From an optimization exercise on the open Yosys and OpenROAD flow, aimed at small area, a short achievable clock period and few clock cycles per item; shortcuts taken in it are not production practice.
In this exercise RTL edits were held to simulation tests only and were not proved equivalent to the original.
Power figures rest on the tool's default switching activity, not on a simulated workload.

$ cat flow/constraint.sdc
create_clock -name core_clock -period 10.0 [get_ports {clk}]
set_input_delay 2.0000 -clock core_clock [delete_from_list [all_inputs] [get_ports {clk}]]
set_output_delay 2.0000 -clock core_clock [all_outputs]
set_load 0.01 [all_outputs]
$ cat flow/config.mk
export PLATFORM = sky130hd
export DESIGN_NAME = hmac_tag_check
export DESIGN_NICKNAME = hmac_tag_check
export VERILOG_FILES = /design/flow/design.v
export SDC_FILE = /design/flow/constraint.sdc
export NUM_CORES = 4
export LEC_CHECK = 0
export CAP_MARGIN = 20
export CORE_MARGIN = 2
export CORE_UTILIZATION = 40
export PLACE_DENSITY = 0.6
export SLEW_MARGIN = 20
$ cat flow/run.sh
#!/bin/bash
# synth_recipe.tcl (not shown) runs the flow's synth.tcl, then flattens the netlist and writes it again
# the make line also repeats each setting of config.mk as NAME=value (left out here)
make -C /OpenROAD-flow-scripts/flow DESIGN_CONFIG=/design/flow/config.mk WORK_HOME=/design/flow/orfs CLKGATE_MAP_FILE= SYNTH_SCRIPT=/design/flow/synth_recipe.tcl finish
$ cat flow/design.v
module hmac_tag_check (
    input  wire         clk,
    input  wire         rst,         
    input  wire         start,
    output wire         ready,
    input  wire [255:0] key,         
    input  wire [255:0] tag,         
    input  wire [1:0]   tag_len,     
    input  wire [15:0]  msg_len,     
    input  wire         in_valid,
    output wire         in_ready,
    input  wire [31:0]  in_data,     
    output wire         done,
    output wire         pass,
    output wire [255:0] mac
);
    localparam [2:0] S_IDLE  = 3'd0,
                     S_LOAD  = 3'd1,
                     S_ROUND = 3'd2,
                     S_FINAL = 3'd3,
                     S_DONE  = 3'd4;
    localparam [1:0] P_IKEY = 2'd0,    
                     P_MSG  = 2'd1,    
                     P_OKEY = 2'd2,    
                     P_OMSG = 2'd3;    
    reg [2:0]   state;
    reg [1:0]   phase;
    reg [255:0] key_r;
    reg [255:0] tag_r;
    reg [1:0]   tag_len_r;
    reg [15:0]  len_r;
    reg [31:0]  h0, h1, h2, h3, h4, h5, h6, h7;
    reg [31:0]  a, b, c, d, e, f, g, h;
    reg [31:0]  w [0:15];
    reg [255:0] inner;
    reg [3:0]   widx;        
    reg [11:0]  blk;         
    reg [5:0]   rnd;
    reg [31:0] k_t;
    always @(*) begin
        case (rnd)
            6'd0:  k_t = 32'h428a2f98; 6'd1:  k_t = 32'h71374491;
            6'd2:  k_t = 32'hb5c0fbcf; 6'd3:  k_t = 32'he9b5dba5;
            6'd4:  k_t = 32'h3956c25b; 6'd5:  k_t = 32'h59f111f1;
            6'd6:  k_t = 32'h923f82a4; 6'd7:  k_t = 32'hab1c5ed5;
            6'd8:  k_t = 32'hd807aa98; 6'd9:  k_t = 32'h12835b01;
            6'd10: k_t = 32'h243185be; 6'd11: k_t = 32'h550c7dc3;
            6'd12: k_t = 32'h72be5d74; 6'd13: k_t = 32'h80deb1fe;
            6'd14: k_t = 32'h9bdc06a7; 6'd15: k_t = 32'hc19bf174;
            6'd16: k_t = 32'he49b69c1; 6'd17: k_t = 32'hefbe4786;
            6'd18: k_t = 32'h0fc19dc6; 6'd19: k_t = 32'h240ca1cc;
            6'd20: k_t = 32'h2de92c6f; 6'd21: k_t = 32'h4a7484aa;
            6'd22: k_t = 32'h5cb0a9dc; 6'd23: k_t = 32'h76f988da;
            6'd24: k_t = 32'h983e5152; 6'd25: k_t = 32'ha831c66d;
            6'd26: k_t = 32'hb00327c8; 6'd27: k_t = 32'hbf597fc7;
            6'd28: k_t = 32'hc6e00bf3; 6'd29: k_t = 32'hd5a79147;
            6'd30: k_t = 32'h06ca6351; 6'd31: k_t = 32'h14292967;
            6'd32: k_t = 32'h27b70a85; 6'd33: k_t = 32'h2e1b2138;
            6'd34: k_t = 32'h4d2c6dfc; 6'd35: k_t = 32'h53380d13;
            6'd36: k_t = 32'h650a7354; 6'd37: k_t = 32'h766a0abb;
            6'd38: k_t = 32'h81c2c92e; 6'd39: k_t = 32'h92722c85;
            6'd40: k_t = 32'ha2bfe8a1; 6'd41: k_t = 32'ha81a664b;
            6'd42: k_t = 32'hc24b8b70; 6'd43: k_t = 32'hc76c51a3;
            6'd44: k_t = 32'hd192e819; 6'd45: k_t = 32'hd6990624;
            6'd46: k_t = 32'hf40e3585; 6'd47: k_t = 32'h106aa070;
            6'd48: k_t = 32'h19a4c116; 6'd49: k_t = 32'h1e376c08;
            6'd50: k_t = 32'h2748774c; 6'd51: k_t = 32'h34b0bcb5;
            6'd52: k_t = 32'h391c0cb3; 6'd53: k_t = 32'h4ed8aa4a;
            6'd54: k_t = 32'h5b9cca4f; 6'd55: k_t = 32'h682e6ff3;
            6'd56: k_t = 32'h748f82ee; 6'd57: k_t = 32'h78a5636f;
            6'd58: k_t = 32'h84c87814; 6'd59: k_t = 32'h8cc70208;
            6'd60: k_t = 32'h90befffa; 6'd61: k_t = 32'ha4506ceb;
            6'd62: k_t = 32'hbef9a3f7; default: k_t = 32'hc67178f2;
        endcase
    end
    localparam [31:0] IV0 = 32'h6a09e667, IV1 = 32'hbb67ae85,
                      IV2 = 32'h3c6ef372, IV3 = 32'ha54ff53a,
                      IV4 = 32'h510e527f, IV5 = 32'h9b05688c,
                      IV6 = 32'h1f83d9ab, IV7 = 32'h5be0cd19;
    wire [15:0] nwords  = (len_r + 16'd3) >> 2;                 
    wire [11:0] nblocks = ({2'b00, len_r[15:6]} + ((len_r[5:0] >= 6'd56) ? 12'd2 : 12'd1));
    wire        last_blk = (blk == nblocks - 12'd1);
    wire [15:0] word_no  = {blk[11:0], widx};                   
    wire [1:0]  tail     = len_r[1:0];                          
    wire [31:0] key_word = key_r[255 - 32*widx -: 32];
    reg  [31:0] msg_word;
    always @(*) begin
        if (word_no < nwords) begin
            if (word_no == nwords - 16'd1 && tail != 2'd0) begin
                case (tail)
                    2'd1:    msg_word = {in_data[31:24], 8'h80, 16'h0};
                    2'd2:    msg_word = {in_data[31:16], 8'h80, 8'h0};
                    default: msg_word = {in_data[31:8], 8'h80};
                endcase
            end else
                msg_word = in_data;
        end else if (word_no == nwords && tail == 2'd0)
            msg_word = 32'h80000000;
        else if (last_blk && widx == 4'd15)
            msg_word = {13'h0, len_r, 3'b000} + 32'd512;                  
        else
            msg_word = 32'h0;
    end
    wire need_input = (phase == P_MSG) && (word_no < nwords);
    reg [31:0] load_word;
    always @(*) begin
        case (phase)
            P_IKEY: load_word = (widx < 4'd8) ? (key_word ^ 32'h36363636) : 32'h36363636;
            P_MSG:  load_word = msg_word;
            P_OKEY: load_word = (widx < 4'd8) ? (key_word ^ 32'h5c5c5c5c) : 32'h5c5c5c5c;
            default: begin
                if (widx < 4'd8)       load_word = inner[255 - 32*widx -: 32];
                else if (widx == 4'd8) load_word = 32'h80000000;
                else if (widx == 4'd15) load_word = 32'd768;        
                else                   load_word = 32'h0;
            end
        endcase
    end
    wire load_go = (state == S_LOAD) && (!need_input || in_valid);
    assign in_ready = (state == S_LOAD) && need_input;
    assign ready    = (state == S_IDLE);
    wire [31:0] s0 = {a[1:0], a[31:2]} ^ {a[12:0], a[31:13]} ^ {a[21:0], a[31:22]};
    wire [31:0] s1 = {e[5:0], e[31:6]} ^ {e[10:0], e[31:11]} ^ {e[24:0], e[31:25]};
    wire [31:0] ch  = (e & f) ^ (~e & g);
    wire [31:0] maj = (a & b) ^ (a & c) ^ (b & c);
    wire [31:0] t1  = h + s1 + ch + k_t + w[0];
    wire [31:0] t2  = s0 + maj;
    wire [31:0] ws0 = {w[1][6:0], w[1][31:7]} ^ {w[1][17:0], w[1][31:18]} ^ (w[1] >> 3);
    wire [31:0] ws1 = {w[14][16:0], w[14][31:17]} ^ {w[14][18:0], w[14][31:19]} ^ (w[14] >> 10);
    wire [31:0] wnew = ws1 + w[9] + ws0 + w[0];
    wire [31:0] n0 = h0 + a, n1 = h1 + b, n2 = h2 + c, n3 = h3 + d;
    wire [31:0] n4 = h4 + e, n5 = h5 + f, n6 = h6 + g, n7 = h7 + h;
    integer i;
    always @(posedge clk) begin
        if (rst) begin
            state <= S_IDLE;
            phase <= P_IKEY;
            widx  <= 4'd0;
            blk   <= 12'd0;
            rnd   <= 6'd0;
        end else begin
            case (state)
                S_IDLE: begin
                    if (start) begin
                        key_r     <= key;
                        tag_r     <= tag;
                        tag_len_r <= tag_len;
                        len_r     <= msg_len;
                        h0 <= IV0; h1 <= IV1; h2 <= IV2; h3 <= IV3;
                        h4 <= IV4; h5 <= IV5; h6 <= IV6; h7 <= IV7;
                        phase <= P_IKEY;
                        widx  <= 4'd0;
                        blk   <= 12'd0;
                        state <= S_LOAD;
                    end
                end
                S_LOAD: begin
                    if (load_go) begin
                        w[widx] <= load_word;
                        widx    <= widx + 4'd1;
                        if (widx == 4'd15) begin
                            a <= h0; b <= h1; c <= h2; d <= h3;
                            e <= h4; f <= h5; g <= h6; h <= h7;
                            rnd   <= 6'd0;
                            state <= S_ROUND;
                        end
                    end
                end
                S_ROUND: begin
                    h <= g; g <= f; f <= e; e <= d + t1;
                    d <= c; c <= b; b <= a; a <= t1 + t2;
                    for (i = 0; i < 15; i = i + 1)
                        w[i] <= w[i + 1];
                    w[15] <= wnew;
                    rnd <= rnd + 6'd1;
                    if (rnd == 6'd63)
                        state <= S_FINAL;
                end
                S_FINAL: begin
                    widx  <= 4'd0;
                    state <= S_LOAD;
                    case (phase)
                        P_IKEY: begin
                            h0 <= n0; h1 <= n1; h2 <= n2; h3 <= n3;
                            h4 <= n4; h5 <= n5; h6 <= n6; h7 <= n7;
                            phase <= P_MSG;
                            blk   <= 12'd0;
                        end
                        P_MSG: begin
                            if (last_blk) begin
                                inner <= {n0, n1, n2, n3, n4, n5, n6, n7};
                                h0 <= IV0; h1 <= IV1; h2 <= IV2; h3 <= IV3;
                                h4 <= IV4; h5 <= IV5; h6 <= IV6; h7 <= IV7;
                                phase <= P_OKEY;
                            end else begin
                                h0 <= n0; h1 <= n1; h2 <= n2; h3 <= n3;
                                h4 <= n4; h5 <= n5; h6 <= n6; h7 <= n7;
                                blk <= blk + 12'd1;
                            end
                        end
                        P_OKEY: begin
                            h0 <= n0; h1 <= n1; h2 <= n2; h3 <= n3;
                            h4 <= n4; h5 <= n5; h6 <= n6; h7 <= n7;
                            phase <= P_OMSG;
                        end
                        default: begin
                            h0 <= n0; h1 <= n1; h2 <= n2; h3 <= n3;
                            h4 <= n4; h5 <= n5; h6 <= n6; h7 <= n7;
                            state <= S_DONE;
                        end
                    endcase
                end
                default: begin   
                    state <= S_IDLE;
                end
            endcase
        end
    end
    assign mac  = {h0, h1, h2, h3, h4, h5, h6, h7};
    assign done = (state == S_DONE);
    wire [255:0] tag_mask = (tag_len_r == 2'd0) ? {{80{1'b1}},  176'h0} :
                            (tag_len_r == 2'd1) ? {{128{1'b1}}, 128'h0} :
                                                  {256{1'b1}};
    assign pass = (((mac ^ tag_r) & tag_mask) == 256'h0);
endmodule
==> impl_results.md <==
* Status: timing/DRC/antenna clean
* Max-cap viol count at 0
* Setup crit end kind: flip-flop
* Dpl hpwl at 347700 um
* Total Power at between 15 and 20 mW
* Routed wire per std cell at about 33 um
* Rel. slew slack at 0.1170
* Non-filler cells, final at about 14000
* Tmin final at 8506 ps
* Flops & latches, synth at 1869
* Post-cts resize count at 0
* Critical Path Most Common Cell: fa_1
* Top cells by count, synth: edfxtp_1 (1810), nand2_1 (1250), nor2_1 (763), xnor2_1 (494), ha_1 (437)
* Peak supply drop at about 0.0002 V
* Largest net degree at the start of global routing at roughly 140
* Site Rows at ~190
* WP data required at around 11000 ps
* Worst Skew at ~85 ps
* Synth area leaders: edfxtp_1 (53%), ha_1 (5.3%), nand2_1 (4.5%)
* Vias at 80363
* Net count after synthesis at roughly 10000
* Synthesized area at 103200 um2
* DR iter-0 viols at between 10000 and 15000
* Power Density at about 160 nW/um2
* H-tree depth at 4
* Worst Path Buf+Inv at 2
* Top achievable clock speed at around 120 MHz
* Hold slack at around 500 ps
* # DRC at 0
* Area added between synthesis and finish at 19.34%
* Largest area contributor in the netlist: edfxtp_1
* Arr. time, crit path at around 9100 ps
* Initial core utilization at 0.4021
* RSZ-0062 raised after global routing: no
* Final wirelength at about 450000 um
* CTS tree: built
* Vias per inst at around 6
* Final ANT Viol Nets at 0
* Ys Warns at 1
* Final net count at about 11000
* Placed insts at around 13000
* Min-Delay Path Class: flip-flop to flip-flop
* Final core occ at 0.4799
* Mapped Cells at 9220
* Max Slew Vio Count at 0
* CP top delay family: adder cells
* Clk sinks at 1869
* Synth cell types at slightly above 90
* Die Span Y at 512.0 um
* RePlAce Congestion at 0.9894
* First drt pass iteration count at 7
* Vias in the first global route at slightly below 80000
* Finish-stage setup viols at 0
* Layout cells sized above 1 at 0.06483
* IO buf count at 825
* CTS root buf: clkbuf_16
* Critical path peak fanout at 6
* First-pass GRT wire length at just over 600000 um
* CP Class: flip-flop to flip-flop
* Die X at ~510 um
* Io pins at approximately 830
* CTS Buffer Depth at 3
* Initial antenna violation count at 39
* Mean Syn Cell Area at 11.20 um2
* Core Area at 256700 um2
* Worst path slowest cell: edfxtp_1
* Synth top area share at 0.5266
* Number of synthesized flops with an enable pin at between 1500 and 2000
* CTS Hold Bufs at 0
* Worst-path clk slew at roughly 60 ps
* TritonCTS Buffers at 210
* Skew-Pair Late Insertion Delay at approximately 900 ps
* Hold Fails Final Rpt at 0
* Synth Flop Type: edfxtp_1
* Die Footprint at 262100 um2
* Largest stage delay, worst path at roughly 590 ps
* Leakage at 44.99 nW
* Actual slew at the worst max-slew pin at 1324 ps
* Sequential element share of the synthesized area at 0.5380
* # Post-CTS Setup Buffers at 0
* Asr flop ratio synth at 0
* Cell with the most instances after synthesis: edfxtp_1
* GRT Resource Usage Total at 0.3357
* Final worst-path cycle share at 0.8506
* Total grt overflow at 0
* Startpoint types: flip-flop
## per-stage QoR
step	TNS, ps	setup WS (ps)	instance area (um2)
after global routing	0	1049	123100
after global placement	0	1561	116000
final	0	1494	123200
after floorplan	-7526100	-9477	103300
after detailed placement	0	1649	116000
after CTS	0	1603	123100
## final timing paths
check	slack, ps	startpoint	to	depth (start not counted)
worst max-delay path	1490	e[26]	a[30]	29
worst min register to register	500	w[12][25]	w[11][25]	2
worst max register to register	1490	e[26]	a[30]	29
worst min-delay path	500	w[12][25]	w[11][25]	2
## worst register-to-register path, delay by kind of cell (launching register included)
family                     cells  cell delay, ps
adders and majority gates      7            2980
buffers and inverters          2             130
AOI/OAI and AO/OA             11            2440
xor gates and xnor gates       4            1290
DFF                            1             590
and+or+nand+nor                5             800
## kinds of logic (layout without fill, tap and decap cells)
| kind of cell | after synthesis | after routing | synth area share |
|---|---|---|---|
| other cells | 0 | 30 | 0 |
| compound gates | 1808 | 1808 | 0.1159 |
| xor+xnor | 900 | 900 | 0.07676 |
| fa+ha+maj | 656 | 656 | 0.09321 |
| simple gates | 2945 | 2945 | 0.1280 |
| flops | 1869 | 1869 | 0.5380 |
| mux | 156 | 156 | 0.01561 |
| buf+inv | 886 | 1862 | 0.03255 |
## per-layer routing
metal / global-route usage / share of wire
met1: 0.4418 / 0.41
met2: 0.5251 / 0.45
met3: 0.06783 / 0.081
met4: 0.1710 / 0.060
met5: 0 / 0.00037
## power by group
group / switching (mW) / total, mW / internal (mW)
sequential: 0.105 / 8.89 / 8.78
clock: 3.48 / 8.08 / 4.60
combinational: 1.42 / 2.31 / 0.883
total: 5.01 / 19.3 / 14.3
## cells in the final DEF, fill, tap and decap left out, types with 23 or more instances in the layout
cell and count:
edfxtp_1 1810, o211ai_1 53, o21bai_1 57, clkinv_1 41
a211oi_1 36, o21a_1 108, a21oi_1 417, and2_1 144
clkbuf_16 212, bufinv_16 26, mux2i_1 125, nand4_1 59
or3_1 80, a221oi_1 162, clkdlybuf4s50_1 824, xor2_1 401
nand3_1 94, o31ai_1 43, inv_1 434, a31oi_1 68
and3_1 49, fa_1 196, a21o_1 197, nor3_1 159
buf_4 202, nand2b_1 133, ha_1 436, nor2b_1 50
dfxtp_1 57, nand2_1 1236, o22ai_1 81, o21ai_0 353
xnor2_1 493, maj3_1 23, mux2_2 30, nor4_1 69
nor2_1 759, clkbuf_1 38, diode_2 30, clkinv_2 31
## state kept, by name, indices dropped and copies added (netlist names), 256 cells and up
register and cells:
tag_r 256, key_r 256, w 512, inner 256
## final cells by class
class / instances / area (um2)
diodes: 30 / 75.07
clock buffers: 253 / 5489
clock inverters: 131 / 1555
fillers: 23326 / 133500
inverters: 439 / 1649
multi-input cells: 6465 / 44650
flip-flops and latches: 1869 / 55540
well taps: 3384 / 4234
repair buffers: 1039 / 9995
Testbench counts, summed over its fixed seeds: cycles 150,733, items 320.

## port drivers added, routing unchanged
In the flow no input, the clock included, has a driving cell. The finished layout below was timed again as built, in two steps. Step 1 (the two cells are an assumption about what drives the block):
set clk [get_ports {clk}]
set_driving_cell -lib_cell sky130_fd_sc_hd__clkbuf_16 $clk
set_driving_cell -lib_cell sky130_fd_sc_hd__buf_2 [delete_from_list [all_inputs] $clk]
Step 2 also shifts input and output timing later by t, the mid clock arrival at the registers, as if the neighbouring blocks saw the same clock. Slacks: ideal / step 1 / step 2; pairs: ideal / step 1.
t (ns): 0.954
setup slack, ns: 1.494 / 1.494 / 1.494
hold slack, ns: 0.495 / 0.495 / 0.495
slew at the worst register clock pin (ns): 0.08 / 0.08
After both steps this run still meets setup and hold. For this run, drivers alone change the setup slack by 0.000 ns; drivers and shift together by 0.000 ns.
